This design comes from an exercise in tuning for small area, a short achievable clock period and few clock cycles per item on the open sky130 flow, not from production work. Function was checked by simulation only, so behaviour that the tests miss may differ from the original. Power is estimated from default activity; no workload was simulated.

==> flow/design.v (outline; a module is shown in full before it is edited, if it fits) <==
// module rss_hash: 21761 lines
module rss_hash (
    input  wire         clk,
    input  wire         rst,
    input  wire         key_we,
    input  wire [3:0]   key_idx,
    input  wire [31:0]  key_data,
    input  wire         tbl_we,
    input  wire [5:0]   tbl_idx,
    input  wire [9:0]   tbl_data,
    input  wire         in_valid,
    output wire         in_ready,
    input  wire [2:0]   in_kind,
    input  wire [127:0] in_src_addr,
    input  wire [127:0] in_dst_addr,
    input  wire [15:0]  in_src_port,
    input  wire [15:0]  in_dst_port,
    output wire         out_valid,
    input  wire         out_ready,
    output wire [31:0]  out_hash,
    output wire [9:0]   out_queue
);
  // ...
==> flow/run.sh <==
#!/bin/bash
# synth_recipe.tcl (not shown) runs the flow's synth.tcl, then flattens the netlist and writes it again
# the make line also repeats each setting of config.mk as NAME=value (left out here)
make -C /OpenROAD-flow-scripts/flow DESIGN_CONFIG=/design/flow/config.mk WORK_HOME=/design/flow/orfs CLKGATE_MAP_FILE= SYNTH_SCRIPT=/design/flow/synth_recipe.tcl finish
==> flow/config.mk <==
export PLATFORM = sky130hd
export DESIGN_NAME = rss_hash
export DESIGN_NICKNAME = rss_hash
export VERILOG_FILES = /design/flow/design.v
export SDC_FILE = /design/flow/constraint.sdc
export NUM_CORES = 4
export LEC_CHECK = 0
export CAP_MARGIN = 40
export CORE_MARGIN = 2
export CORE_UTILIZATION = 45
export CTS_CLUSTER_DIAMETER = 100
export CTS_CLUSTER_SIZE = 26
export SETUP_SLACK_MARGIN = 5
export SLEW_MARGIN = 40
export TNS_END_PERCENT = 10
==> flow/constraint.sdc <==
create_clock -name core_clock -period 8.0 [get_ports {clk}]
set_input_delay 1.6000 -clock core_clock [delete_from_list [all_inputs] [get_ports {clk}]]
set_output_delay 1.6000 -clock core_clock [all_outputs]
set_load 0.01 [all_outputs]
==> impl_metrics.csv, run 1 <==
group,metric,value,unit
pwr,net-switching-power,41800,uW
drt,dr_wl_met3,121,mm
worst_setup_path,regToRegEndpoint,"s2_g2[95]$_DFF_P_",
synthesis,ys.warnings.count,2,
job,maxCapViolations,0,
die,num_io_pins,393,
drt,num_vias,128083,
finish,largest_reg_flops,640,
drt,route.detailed.drc,0,
die,die_h,594,um
global_route,met2_usage,62.7,%
finish,seq_area,64700,sq um
finish,inverters,224,
finish,nFlopsAndLatches,2621,
clocking,ctsHoldBuffers,0,
worst_setup_path,reg2reg_slack,4.61,ns
pwr,p_int,39500,uW
synthesis,yosysSeqAreaShare,41.2,%
finish,clkCellAreaFrac,2.72,%
drt,wl_met1,319,mm
hold_path,hold-path-endpoint,"s1_v$_DFF_P_",
global_route,grt_first_pass_wirelength,1110,mm
pwr,p_leak,0.0628,uW
worst_setup_path,critPathCaptureType,"register",
finish,reg_top3,"tbl: 640 flops, key: 319 flops, kq: 291 flops",
die,coreArea,346000,sq um
pwr,pg_comb,49500,uW
die,fp-row-count,216,
finish,multi_input_area,92700,sq um
sta,tns,0,ns
synthesis,synth-edff-count,1211,
synthesis,synthAdderAreaFrac,1.23,%
sta,max_slew_margin,26.5,%
synthesis,syn_area,157000,sq um
pwr,finalPower,81400,uW
synthesis,synth_mux_area_share,1.00,%
worst_setup_path,worstPathMaxFanout,7,
hold_path,min_from,"s0_v$_DFF_P_",
drt,wl_per_cell,40.2,um
finish,fin_nets,16946,
worst_setup_path,critPathArrivalTime,4.14,ns
worst_setup_path,ff2ff_path_depth,7,
run_status,status,"timing/DRC/antenna clean",
worst_setup_path,crit_start,"s1_msg[87]$_DFF_P_",
Testbench counts, summed over its fixed seeds: cycles 1,640, items 1,600.
==> run 2: changes to the inputs <==
--- a/flow/config.mk
+++ b/flow/config.mk
@@ -12,2 +12,3 @@
 export CTS_CLUSTER_SIZE = 26
+export PLACE_DENSITY = 0.68
 export SETUP_SLACK_MARGIN = 5
==> run 2 against run 1 <==
Against the previous run: count of clock-buffer cells in the layout increased by 5; wire length rose by 2.2%; power increased by 3.7%; worst setup slack gained 0.029 ns; critical endpoint is now s2_g2[47]$_DFF_P_.
==> impl_metrics.csv, run 2 <==
group,metric,value,unit
sta,post-route-min-period,3.36,ns
die,die_h,594,um
die,coreArea,346000,sq um
worst_setup_path,required,8.77,ns
drt,drt_iter0_drc,22101,
finish,fill_cells,31676,
finish,drive_gt1_share,10.8,%
die,fp-row-count,216,
clocking,cts_tree,"yes",
sta,finClkSkew,0.117,ns
finish,final_cell_mix,"4807 x xnor2_1, 2486 x nor2_1, 1545 x nand2_1",
synthesis,synthFlopType,"dfxtp_1",
sta,finalWorstSetupSlack,4.64,ns
worst_setup_path,path_class,"reg2reg",
global_route,grt-ovfl-total,0,
job,maxCapViolations,0,
drt,num_vias,129927,
sta,rsz0062_at_grt,"true",
worst_setup_path,critPathArrivalTime,4.13,ns
sta,hold_violations,0,
synthesis,synth-xor-area-share,36.8,%
die,num_io_pins,393,
global_route,track_usage,47.7,%
sta,worst_hold_slack,0.456,ns
sta,setup_viol,0,
synthesis,synth-edff-count,1211,
synthesis,ys.warnings.count,2,
hold_path,hp-class,"reg2reg",
worst_setup_path,critPathCaptureType,"register",
pwr,finalPower,84400,uW
clocking,cts_sinks,2621,
synthesis,syn_area,157000,sq um
synthesis,synth.distinct_cells,75,
clocking,root_buffer,"clkbuf_16",
synthesis,yosysSeqAreaShare,41.2,%
sta,slew_viol_final,0,
worst_setup_path,critPathLaunchType,"register",
placement,port_buffers,392,
synthesis,synthCells,16056,
worst_setup_path,worstPathMaxFanout,6,
sta,max_slew_margin,11.3,%
sta,finalCritPeriodShare,42.0,%
global_route,antenna_found_initial,80,
synthesis,synth_nets,16558,
synthesis,synthAdderAreaFrac,1.23,%
finish,area.growth.synth_to_final,15.2,%
finish,reg_top3,"tbl: 640 flops, key: 319 flops, kq: 291 flops",
synthesis,synth_top_cell_by_area,"xnor2_1",
global_route,grt_first_pass_wirelength,1130,mm
drt,drt-vias-per-instance,6.11,
worst_setup_path,crit_start,"key[78]$_DFFE_PP_",
sta,tns,0,ns
worst_setup_path,r2r-start,"key[78]$_DFFE_PP_",
clocking,ctsHoldBuffers,0,
clocking,cts_inserted_buffers,147,
synthesis,synth_mux_area_share,1.00,%
global_route,grt_pass1_vias,119365,
run_status,status,"timing/DRC/antenna clean",
drt,route.detailed.drc,0,
drt,dr.pass1.iters,9,
sta,worst_pin_slew,1.33,ns
sta,achievable-frequency,0.298,GHz
die,die-area,353000,sq um
hold_path,min_from,"s1_v$_DFF_P_",
clocking,clock_latency,0.99,ns
synthesis,synth_common_cells,"5322 x xnor2_1, 2489 x nor2_1, 1550 x nand2_1",
synthesis,async_reset_ff_share,0,%
synthesis,synthSimpleGateAreaFrac,11.4,%
clocking,path_clk_slew,0.10,ns
synthesis,yosys-top-cells-area,"xnor2_1 30%, edfxtp_1 23%, dfxtp_1 18%",
synthesis,synth_top_area_share,29.8,%
worst_setup_path,reg2reg_slack,4.64,ns
drt,wirelength,870,mm
clocking,htree_levels,4,
placement,place_hpwl,680,mm
finish,largest_register,"tbl",
synthesis,synth_top_family_by_area,"XOR/XNOR gates",
die,dieWidth,594,um
finish,largest_reg_flops,640,
pwr,irDropWorstVdd,1.35,mV
global_route,grt_max_degree,88,
synthesis,synthMostInstantiatedCell,"xnor2_1",
drt,wl_per_cell,40.9,um
clocking,clk_path_buf_depth,4,
finish,final_common_cell,"xnor2_1",
placement,dpl_worst_slack,3.22,ns
pwr,powerDensity,468,nW/um^2
synthesis,synth_compound_area_share,5.79,%
drt,drtAntennaViolNets,0,
die,initial_core_util,45.2,%
finish,fin_nets,17028,
placement,gp_congestion,1.15,
synthesis,syn_avg_cell_area,9.76,sq um
pwr,p_leak,0.0640,uW
synthesis,ys_ff_latch,2621,
run 2: cells by family after synthesis:
kind of cell / count (synthesis)
xor+xnor: 6529
fa+ha+maj: 153
simple gates: 4485
mux: 104
buf+inv: 993
flops: 2621
compound gates: 1171
run 2: per-stage QoR:
step / cells / util [%] / area [sq um]
2_1_floorplan: 16056 / - / 157000
3_3_place_gp: 20780 / 48.5 / 168000
3_5_place_dp: 20799 / 49.5 / 171000
4_1_cts: 21124 / 51.4 / 178000
5_1_grt: 21223 / 52.1 / 180000
6_report: 21270 / 52.1 / 180000
run 2: layer usage:
metal  track usage, %  wire length, um  vias to the layer above
met5            0.852              569                        -
met4             38.7            87000                       36
met3             19.4           133000                     2681
met2             62.9           329000                    11200
met1             60.5           320000                    63320
li1                 -                -                    52690
run 2: repair_timing:
item | in CTS | in global routing
setup buffers | 55 | 74
gates cloned | 21 | 1
pin swaps | 15 | 34
gates resized for setup | 217 | 217
endpoints found under the setup margin | 540 | 291
run 2: cell type report:
cell class | count | area, sq um | share of cell area, %
tap | 4578 | 5730 | 3.18
sequential | 2621 | 64800 | 35.9
clock buffer | 196 | 3940 | 2.18
inverter | 224 | 841 | 0.466
antenna | 66 | 165 | 0.0915
timing repair buffer | 1082 | 10000 | 5.56
multi-input combinational | 12450 | 94000 | 52.1
clock inverter | 53 | 938 | 0.520
run 2: report_power, final:
part           total, uW  switching [uW]  internal [uW]
Sequential         22800            5180          17600
Clock               9050            5300           3760
Combinational      52500           33600          18900
Total              84400           44100          40300
run 2: worst paths after layout:
path / end / cells after the start
hold / removal: s2_v$_DFF_P_ / 1
hold reg to reg: s2_v$_DFF_P_ / 1
setup reg to reg: s2_g2[47]$_DFF_P_ / 7
setup / recovery: s2_g2[47]$_DFF_P_ / 7
run 2: worst max-delay path, cell delays in order, from the launching register on:
cell and delay, ns:
edfxtp_1 0.91, xnor2_1 0.40, xnor2_2 0.72, nor2_1 0.14, xnor2_1 0.17, xnor2_1 0.22
xnor2_1 0.12, xnor2_1 0.53
==> run 3: changes to the inputs <==
--- a/flow/config.mk
+++ b/flow/config.mk
@@ -9,8 +9,7 @@
 export CORE_MARGIN = 2
-export CORE_UTILIZATION = 45
+export CORE_UTILIZATION = 48
 export CTS_CLUSTER_DIAMETER = 100
 export CTS_CLUSTER_SIZE = 26
-export PLACE_DENSITY = 0.68
 export SETUP_SLACK_MARGIN = 5
 export SLEW_MARGIN = 40
-export TNS_END_PERCENT = 10
+export TNS_END_PERCENT = 15
==> run 3 against run 2 <==
Against the previous run: sequential power barely moved; register-to-register slack barely moved; wire length fell by 0.87%; worst setup slack improved by 0.0083 ns; die area fell by 6.2%; cell area fell by 0.98%; non-clock buffer count fell by 61; clock power rose by 1%; via count rose by 0.32%; critical endpoint is now s2_g1[94]$_DFF_P_; largest power group unchanged.
==> impl_metrics.csv, run 3 <==
group,metric,value,unit
finish,fill_cells,29468,
synthesis,syn_area,157000,sq um
pwr,powerDensity,466,nW/um^2
sta,worst_pin_slew,1.07,ns
pwr,swShare,51.9,%
die,num_io_pins,393,
drt,drt-vias-per-instance,6.20,
synthesis,synth_nets,16558,
die,die-area,331000,sq um
clocking,clock_latency,0.98,ns
clocking,cts_inserted_buffers,149,
drt,wl_per_cell,41.1,um
worst_setup_path,critPathArrivalTime,4.15,ns
synthesis,synth_top_cell_by_area,"xnor2_1",
drt,wirelength,863,mm
pwr,p_int,40000,uW
synthesis,synthCells,16056,
drt,route.detailed.drc,0,
clocking,ctsHoldBuffers,0,
worst_setup_path,required,8.80,ns
clocking,htree_levels,4,
clocking,root_buffer,"clkbuf_16",
finish,drive_gt1_share,10.0,%
finish,final_cell_mix,"4854 x xnor2_1, 2487 x nor2_1, 1549 x nand2_1",
placement,gp_congestion,1.15,
placement,place_hpwl,673,mm
pwr,p_clk_share,11.0,%
synthesis,async_reset_ff_share,0,%
synthesis,synth_top_area_share,29.8,%
synthesis,yosysSeqAreaShare,41.2,%
global_route,grt-ovfl-total,0,
synthesis,synth-edff-count,1211,
clocking,path_clk_slew,0.10,ns
run_status,status,"timing/DRC/antenna clean",
clocking,cts_sinks,2621,
synthesis,synthFlopType,"dfxtp_1",
worst_setup_path,critPathCaptureType,"register",
pwr,irDropWorstVdd,1.20,mV
synthesis,synthMostInstantiatedCell,"xnor2_1",
die,die_h,575,um
sta,post-route-min-period,3.35,ns
sta,hold_violations,0,
finish,final_common_cell,"xnor2_1",
drt,dr.pass1.iters,9,
hold_path,hp-class,"reg2reg",
sta,slew_viol_final,0,
sta,setup_viol,0,
pwr,net-switching-power,43200,uW
global_route,antenna_found_initial,92,
die,fp-row-count,209,
worst_setup_path,critPathLaunchType,"register",
drt,drtAntennaViolNets,0,
synthesis,ys.warnings.count,2,
finish,reg_top3,"tbl: 640 flops, key: 319 flops, kq: 291 flops",
global_route,grt_pass1_vias,119080,
sta,finalCritPeriodShare,41.9,%
job,maxCapViolations,0,
worst_setup_path,path_class,"reg2reg",
worst_setup_path,worstPathMaxFanout,7,
hold_path,whs_path_depth,0,
pwr,p_leak,0.0631,uW
synthesis,yosys-top-cells-area,"xnor2_1 30%, edfxtp_1 23%, dfxtp_1 18%",
die,initial_core_util,48.3,%
placement,port_buffers,392,
pwr,seqPwrFrac,27.4,%
sta,tns,0,ns
global_route,grt_max_degree,67,
drt,num_vias,130342,
sta,achievable-frequency,0.299,GHz
worst_setup_path,ff2ff_path_depth,8,
sta,rsz0062_at_grt,"true",
sta,max_slew_margin,28.0,%
pwr,p_comb_share,61.5,%
synthesis,syn_avg_cell_area,9.76,sq um
finish,fin_nets,16965,
synthesis,synth.distinct_cells,75,
global_route,track_usage,50.6,%
finish,largest_reg_flops,640,
die,dieWidth,575,um
sta,finClkSkew,0.0961,ns
finish,area.growth.synth_to_final,14.0,%
die,coreArea,325000,sq um
finish,largest_register,"tbl",
synthesis,synth_common_cells,"5322 x xnor2_1, 2489 x nor2_1, 1550 x nand2_1",
drt,drt_iter0_drc,22473,
clocking,cts_tree,"yes",
synthesis,ys_ff_latch,2621,
finish,final_util,55.0,%
clocking,clk_path_buf_depth,4,
global_route,grt_first_pass_wirelength,1120,mm
run 3: cell families after synthesis:
group,Yosys count,share of synthesized area (%)
flip-flops,2621,41.2
multiplexers,104,1.00
adder cells (fa/ha/maj),153,1.23
AO/OA/AOI/OAI,1171,5.79
buffers and inverters,993,2.53
AND/OR/NAND/NOR,4485,11.4
XOR/XNOR,6529,36.8
run 3: critical path, cell delays in order, from the launching register on:
cell	delay, ns
dfxtp_1	0.91
xnor2_1	0.26
buf_4	0.26
xnor2_1	0.46
nor2_1	0.13
xor2_1	0.19
xnor2_1	0.20
xnor2_1	0.15
xnor2_1	0.66
run 3: power by group through the flow:
stage / Combinational (uW) / Clock [uW] / Sequential (uW)
2_1_floorplan: 28800 / 0 / 19200
3_3_place_gp: 46400 / 0 / 22800
3_5_place_dp: 47400 / 0 / 22700
4_1_cts: 48600 / 9150 / 22400
5_1_grt: 51800 / 9560 / 22600
6_report: 51200 / 9180 / 22800
run 3: final timing paths:
path	slack, ns	end	from
hold / removal	0.45	key[9]$_DFFE_PP_	w_kdata[9]$_SDFF_PP0_
setup reg to reg	4.65	s2_g1[94]$_DFF_P_	s1_msg[144]$_DFF_P_
setup / recovery	4.65	s2_g1[94]$_DFF_P_	s1_msg[144]$_DFF_P_
hold reg to reg	0.45	key[9]$_DFFE_PP_	w_kdata[9]$_SDFF_PP0_
run 3: stage by stage:
stage	instances	area [sq um]	setup slack, ns	hold slack (ns)	power (uW)
floorplan	16056	157000	4.31	0.414	48100
global placement	20527	168000	3.01	0.414	69200
detailed placement	20551	171000	3.11	0.419	70100
CTS	20882	177000	4.81	0.443	80200
global route	20941	178000	4.72	0.453	84000
finish	21017	179000	4.65	0.447	83200
run 3: final cells by class:
cell class | count | area [sq um] | area share, %
multi-input cells | 12446 | 93000 | 52.1
flip-flops and latches | 2621 | 64800 | 36.3
repair buffers | 1021 | 9290 | 5.20
well taps | 4325 | 5410 | 3.03
clock buffers | 197 | 4000 | 2.24
clock inverters | 61 | 1010 | 0.565
inverters | 224 | 841 | 0.471
diodes | 122 | 305 | 0.171
run 3: repair_timing:
item | 4_1_cts | 5_1_grt
buffers inserted | 57 | 11
gates cloned | 16 | 0
endpoints found under the setup margin | 561 | 242
pin swaps | 21 | 2
resized for setup | 254 | 98
run 3: per-layer routing:
layer	share of wire [%]	track usage, %
met3	15	21.3
met1	36	63.6
met2	38	67.1
met4	9.8	41.2
met5	0.073	0.631
==> run 4: changes to the inputs <==
--- a/flow/config.mk
+++ b/flow/config.mk
@@ -11,3 +11,3 @@
 export CTS_CLUSTER_DIAMETER = 100
-export CTS_CLUSTER_SIZE = 26
+export CTS_CLUSTER_SIZE = 20
 export SETUP_SLACK_MARGIN = 5
==> run 4 against run 3 <==
Against the previous run: global-route usage about the same; power up 0.48%; synthesized cell count unchanged; non-clock buffer count up 9; critical path type unchanged; critical endpoint is now s2_g2[68]$_DFF_P_.
==> impl_metrics.csv, run 4 <==
group,metric,value,unit
finish,largest_reg_flops,640,
synthesis,async_reset_ff_share,0,%
die,coreArea,325000,sq um
drt,route.detailed.drc,0,
placement,place_area,171000,sq um
finish,final_cell_mix,"4861 x xnor2_1, 2486 x nor2_1, 1547 x nand2_1",
global_route,antenna_found_initial,85,
synthesis,synth_common_cells,"5322 x xnor2_1, 2489 x nor2_1, 1550 x nand2_1",
worst_setup_path,path_class,"reg2reg",
synthesis,yosys-top-cells-area,"xnor2_1 30%, edfxtp_1 23%, dfxtp_1 18%",
job,maxCapViolations,0,
worst_setup_path,critPathCaptureType,"register",
hold_path,hp-class,"reg2reg",
clocking,htree_levels,4,
placement,port_buffers,392,
synthesis,syn_avg_cell_area,9.76,sq um
hold_path,whs_path_depth,0,
synthesis,synthFlopType,"dfxtp_1",
clocking,ctsHoldBuffers,0,
sta,finClkSkew,0.0914,ns
worst_setup_path,cp_num_cells,6,
synthesis,synthCells,16056,
clocking,root_buffer,"clkbuf_16",
worst_setup_path,r2r-start,"s1_msg[39]$_DFF_P_",
run_status,status,"timing/DRC/antenna clean",
finish,fin_nets,16997,
global_route,track_usage,50.6,%
finish,final_common_cell,"xnor2_1",
synthesis,synth_top_cell_by_area,"xnor2_1",
sta,finalCritPeriodShare,42.6,%
worst_setup_path,regToRegEndpoint,"s2_g2[68]$_DFF_P_",
synthesis,syn_area,157000,sq um
finish,reg_top3,"tbl: 640 flops, key: 319 flops, kq: 291 flops",
worst_setup_path,cpLargestDelayFamily,"XOR/XNOR gates",
hold_path,min_from,"w_kdata[9]$_SDFF_PP0_",
synthesis,synth.distinct_cells,75,
finish,seq_area,64800,sq um
worst_setup_path,crit_chain,"xnor2_1 > xnor2_1 > nor2_1 > xor2_1 > xnor2_1 > xnor2_1",
finish,largest_register,"tbl",
die,num_io_pins,393,
sta,slew_viol_final,0,
clocking,cts_sinks,2621,
worst_setup_path,critPathLaunchType,"register",
worst_setup_path,slowest_stage,"dfxtp_1",
synthesis,ys.warnings.count,2,
placement,gp_congestion,1.15,
sta,max_slew_margin,27.7,%
drt,drt_iter0_drc,22722,
die,dieWidth,575,um
sta,setup_viol,0,
die,initial_core_util,48.3,%
drt,drt-vias-per-instance,6.20,
worst_setup_path,reg2reg_slack,4.59,ns
placement,place_hpwl,673,mm
die,die-area,331000,sq um
sta,hold_violations,0,
drt,wl_per_cell,41.1,um
drt,wirelength,864,mm
sta,tns,0,ns
sta,worst_pin_slew,1.08,ns
synthesis,yosysSeqAreaShare,41.2,%
sta,rsz0062_at_grt,"true",
pwr,powerDensity,466,nW/um^2
drt,dr.pass1.iters,8,
sta,achievable-frequency,0.293,GHz
worst_setup_path,max_stage_delay,0.91,ns
worst_setup_path,crit_start,"s1_msg[39]$_DFF_P_",
worst_setup_path,crit_top_cell,"xnor2_1",
die,fp-row-count,209,
worst_setup_path,worstPathMaxFanout,7,
worst_setup_path,ff2ff_path_depth,6,
finish,area.growth.synth_to_final,14.5,%
synthesis,ys_ff_latch,2621,
synthesis,synth_top_area_share,29.8,%
synthesis,synthMostInstantiatedCell,"xnor2_1",
worst_setup_path,required,8.73,ns
worst_setup_path,crit_end,"s2_g2[68]$_DFF_P_",
finish,drive_gt1_share,10.0,%
worst_setup_path,critPathArrivalTime,4.14,ns
finish,multi_input_area,93200,sq um
synthesis,synth-edff-count,1211,
clocking,clock_latency,0.97,ns
drt,num_vias,130359,
worst_setup_path,path_buf_inv,0,
die,die_h,575,um
global_route,grt_first_pass_wirelength,1120,mm
clocking,cts_inserted_buffers,172,
clocking,path_clk_slew,0.08,ns
global_route,grt-ovfl-total,0,
pwr,irDropWorstVdd,1.22,mV
global_route,grt_pass1_vias,119165,
drt,drtAntennaViolNets,0,
pwr,p_leak,0.0636,uW
sta,post-route-min-period,3.41,ns
clocking,clk_path_buf_depth,4,
finish,fin_area,179000,sq um
clocking,cts_tree,"yes",
synthesis,synth_nets,16558,
finish,fill_cells,29424,
global_route,grt_max_degree,65,
==> run 4: area by class of cell <==
cell class                      count  area share [%]
Antenna cell                      115           0.161
Clock buffer                      236            2.59
Clock inverter                     43           0.372
Inverter                          224           0.469
Multi-Input combinational cell  12446            52.0
Sequential cell                  2621            36.1
Tap cell                         4325            3.02
Timing Repair Buffer             1030            5.28
==> run 4: cell families (layout without fill, tap and decap cells) <==
kind of cell / after synthesis / count (layout) / share of synthesized area, %
buffers and inverters: 993 / 1533 / 2.53
DFF: 2621 / 2621 / 41.2
and+or+nand+nor: 4485 / 4489 / 11.4
muxes: 104 / 104 / 1.00
other: 0 / 115 / 0
AOI/OAI and AO/OA: 1171 / 1171 / 5.79
xor gates and xnor gates: 6529 / 6529 / 36.8
adders and majority gates: 153 / 153 / 1.23
==> run 4: how the worst min path moves through the flow <==
stage	end	slack, ns
floorplan	s1_v$_DFF_P_	0.41
global placement	key[9]$_DFFE_PP_	0.41
detailed placement	key[9]$_DFFE_PP_	0.42
CTS	key[9]$_DFFE_PP_	0.44
global route	key[9]$_DFFE_PP_	0.45
finish	key[9]$_DFFE_PP_	0.44
==> run 4: through the flow <==
stage          hold slack (ns)  util [%]  instances  power, uW  worst slack [ns]
2_1_floorplan            0.414         -      16056      48100              4.31
3_3_place_gp             0.414      51.6      20527      69200              3.01
3_5_place_dp             0.419      52.6      20551      70100              3.11
4_1_cts                  0.438      54.6      20890      80400              4.76
5_1_grt                  0.446      55.2      20971      84400              4.69
6_report                 0.443      55.2      21040      83600              4.59
==> run 4: layer usage <==
| metal | vias up | wire, um | GRT usage, % |
|---|---|---|---|
| met5 | - | 660 | 0.560 |
| met4 | 52 | 84500 | 41.3 |
| met3 | 2741 | 133000 | 21.3 |
| met2 | 11088 | 330000 | 67.1 |
| met1 | 63765 | 315000 | 63.5 |
| li1 | 52713 | - | - |
==> run 4: power breakdown <==
part,total [uW],internal (uW),switching (uW)
clock network,9520,4330,5190
logic,51200,18400,32800
registers,22900,17600,5220
total,83600,40400,43200
==> run 4: repair_timing <==
action                                  CTS  global route
buffers inserted                         45            33
endpoints found under the setup margin  562           258
resized for setup                       171           158
pin swaps                                17            28
gates cloned                             15             0
==> run 4: worst reg2reg max path: stages (launching register included) <==
cell and delay (ns):
dfxtp_1 0.91, xnor2_1 0.49, xnor2_1 0.82, nor2_1 0.15, xor2_1 0.19, xnor2_1 0.19
xnor2_1 0.49

## afterwards: timing with drivers on the ports
Ports are ideal in the flow. The routed layouts listed here were re-timed in OpenROAD.
Step 1 assumes that a clkbuf_16 drives the clock port and a buf_2 every other input.
Step 2 adds t to the input delays and takes it off the output delays; t is the mean of the earliest and latest rising clock arrival at the registers after step 1. Input paths then give back, and output paths get back, about the clock's delay inside the block.
Three values: no drivers, after step 1, after step 2; two values: the first two.
run	t (ns)	slack for setup (ns)	worst setup path after step 2
run 1	1.040	4.613 / 4.613 / 3.940	input to register
run 2	1.061	4.642 / 4.642 / 4.022	input to register
run 3	1.066	4.650 / 4.650 / 3.828	input to register
run 4	1.034	4.589 / 4.589 / 3.818	input to register
After both steps every run listed still meets setup and hold. For run 3, which loses most, drivers alone change the setup slack by 0.000 ns; drivers and shift together by -0.822 ns.
